Background: an optimization exercise with open tools, aiming at small area and a short achievable clock period. Do not read the settings as production practice.
Function was checked by simulation only, so behaviour that the tests miss may differ from the original.

## raven
Design vx_conv, start of the top module:
module vx_conv (
    input  wire        clk,
    input  wire        rst,         
    input  wire        in_valid,
    input  wire [3:0]  in_src_fmt,
    input  wire [3:0]  in_dst_fmt,
    input  wire        in_blk,      
    input  wire [7:0]  in_s1,       
    input  wire [31:0] in_s2,       
    input  wire [31:0] in_data,     
    output reg         out_valid,
    output reg  [31:0] out_data,    
    output reg         out_sat,     
    output reg         out_nan,     
    output reg         out_rsv,     
    output reg         out_scale_inv,  
    output reg         out_err      
);
    localparam [3:0] F_FP32  = 4'h0, F_BF16 = 4'h1, F_FP16 = 4'h2,
                     F_FP8E4 = 4'h3, F_FP8E5 = 4'h4, F_INT8 = 4'h5,
                     F_FP4   = 4'h6, F_INT4  = 4'h7, F_T2   = 4'hA,
                     F_B1    = 4'hB;
    function [7:0] cneg8(input neg, input [7:0] x);
        integer k;
        reg any;
        begin
            any = 1'b0;
            for (k = 0; k < 8; k = k + 1) begin
                cneg8[k] = x[k] ^ (neg & any);
                any = any | x[k];
            end
        end
    endfunction
    reg        r_valid;
    reg [3:0]  r_src, r_dst;
    reg        r_scaled;    
    reg [7:0]  r_s1;
    reg [31:0] r_w;         
    reg [7:0]  r_c;         
    wire in_scaled = (in_src_fmt == F_FP4) || (in_src_fmt == F_INT4) ||
                     (in_src_fmt == F_T2) ||
                     (in_blk && ((in_src_fmt == F_FP8E4) || (in_src_fmt == F_FP8E5)));
    always @(posedge clk) begin
        if (rst) r_valid <= 1'b0;
        else     r_valid <= in_valid;
        r_src  <= in_src_fmt;
        r_dst  <= in_dst_fmt;
        r_scaled <= in_scaled;
  ...
Size: about 2,700 cells after synthesis, ~210 flip-flops, ~120 I/O pins, ~19,000 um2 of cells after synthesis.
==> flow/config.mk <==
export PLATFORM = sky130hd
export DESIGN_NAME = vx_conv
export DESIGN_NICKNAME = vx_conv
export VERILOG_FILES = /design/flow/design.v
export SDC_FILE = /design/flow/constraint.sdc
export NUM_CORES = 4
export LEC_CHECK = 0
export ABC_AREA = 1
export ABC_CLOCK_PERIOD_IN_PS = 10000
export CAP_MARGIN = 20
export CORE_MARGIN = 2
export CORE_UTILIZATION = 40
export CTS_CLUSTER_DIAMETER = 100
export CTS_CLUSTER_SIZE = 30
export PLACE_DENSITY = 0.9
export SLEW_MARGIN = 20
export BUFFER_PORTS_ARGS = -buffer_cell sky130_fd_sc_hd__buf_1
==> flow/constraint.sdc <==
create_clock -name core_clock -period 28.0 [get_ports {clk}]
set_input_delay 5.6000 -clock core_clock [delete_from_list [all_inputs] [get_ports {clk}]]
set_output_delay 5.6000 -clock core_clock [all_outputs]
set_load 0.01 [all_outputs]
standard.sh (not shown) runs the stock make flow with config.mk's settings and CLKGATE_MAP_FILE= SYNTH_SCRIPT=/design/flow/synth_recipe.tcl, a recipe that flattens the netlist after the stock synthesis.
==> flow/flow/run.sh <==
#!/bin/bash
# Layout flow: the standard flow (standard synthesis, floorplan, place,
# CTS, route), except that the port buffers that global placement inserts
# on every input and output are the small sky130_fd_sc_hd__buf_1 instead of
# the flow's default pick (a clkdlybuf4s50 delay cell).
# Each tool's full output is kept under orfs/logs/; the make output is in
# flow_make.log in this folder.
set -euo pipefail
echo 'export BUFFER_PORTS_ARGS = -buffer_cell sky130_fd_sc_hd__buf_1' >> config.mk
bash standard.sh finish > flow_make.log 2>&1
The inputs of tundra differ from those of raven as listed below.
# raven
export LEC_CHECK = 0
export ABC_AREA = 1
export ABC_CLOCK_PERIOD_IN_PS = 10000
export CAP_MARGIN = 20
export CORE_MARGIN = 2
export CORE_UTILIZATION = 40
export CTS_CLUSTER_DIAMETER = 100
export CTS_CLUSTER_SIZE = 30
export PLACE_DENSITY = 0.9
export SLEW_MARGIN = 20
export BUFFER_PORTS_ARGS = -buffer_cell sky130_fd_sc_hd__buf_1
create_clock -name core_clock -period 28.0 [get_ports {clk}]
# tundra
export LEC_CHECK = 0
export ABC_AREA = 1
export ABC_CLOCK_PERIOD_IN_PS = 10000
export CAP_MARGIN = 20
export CORE_MARGIN = 2
export CORE_UTILIZATION = 40
export CTS_CLUSTER_DIAMETER = 100
export CTS_CLUSTER_SIZE = 30
export PLACE_DENSITY = 0.75
export SLEW_MARGIN = 20
export BUFFER_PORTS_ARGS = -buffer_cell sky130_fd_sc_hd__buf_1
create_clock -name core_clock -period 28.0 [get_ports {clk}]
--- outcome ---
- Post-route clock period utilization of tundra is on par with raven.
- Looking only at total of plain and repair buffers excluding clock buffers, and setting everything else aside, the higher value of tundra and raven goes to tundra.
- Looking at final worst clock skew, tundra sits 0.0087 ns lower than raven does.
- Against raven, tundra reports a total routed wirelength that is lower.
- Of the two candidates, raven has the worse violation count after the first detailed-route iteration and tundra the better one.
- Compared tundra against raven; worst hold slack within noise.
- There was hardly any difference in final layout net count between tundra and raven.
- tundra vs raven — layout filler cell count climbed by a few percent
- Status: utilization of the core after routing parity (tundra, raven)

## afterwards: timing with drivers on the ports
The results above use ideal ports. As a check the final layouts listed here were re-extracted and re-timed, cells and wires unchanged.
Step 1: set_driving_cell puts a clkbuf_16 on clk and a buf_2 on each other input, an assumption about the parent block.
Step 2 also shifts input and output timing later by t, the mid clock arrival at the registers, as if the neighbouring blocks saw the same clock.
a / b / c = ideal / step 1 / step 2; a / b = the first two.
run | t (ns) | setup slack, ns | worst setup path after step 2 | worst data-port slew with drivers (ns)
raven | 0.534 | 21.417 / 21.361 / 20.970 | input to register | 0.03
tundra | 0.545 | 21.425 / 21.367 / 20.984 | input to register | 0.04
After both steps every run listed still meets setup and hold. For raven, which loses most, drivers alone change the setup slack by -0.056 ns; drivers and shift together by -0.447 ns.
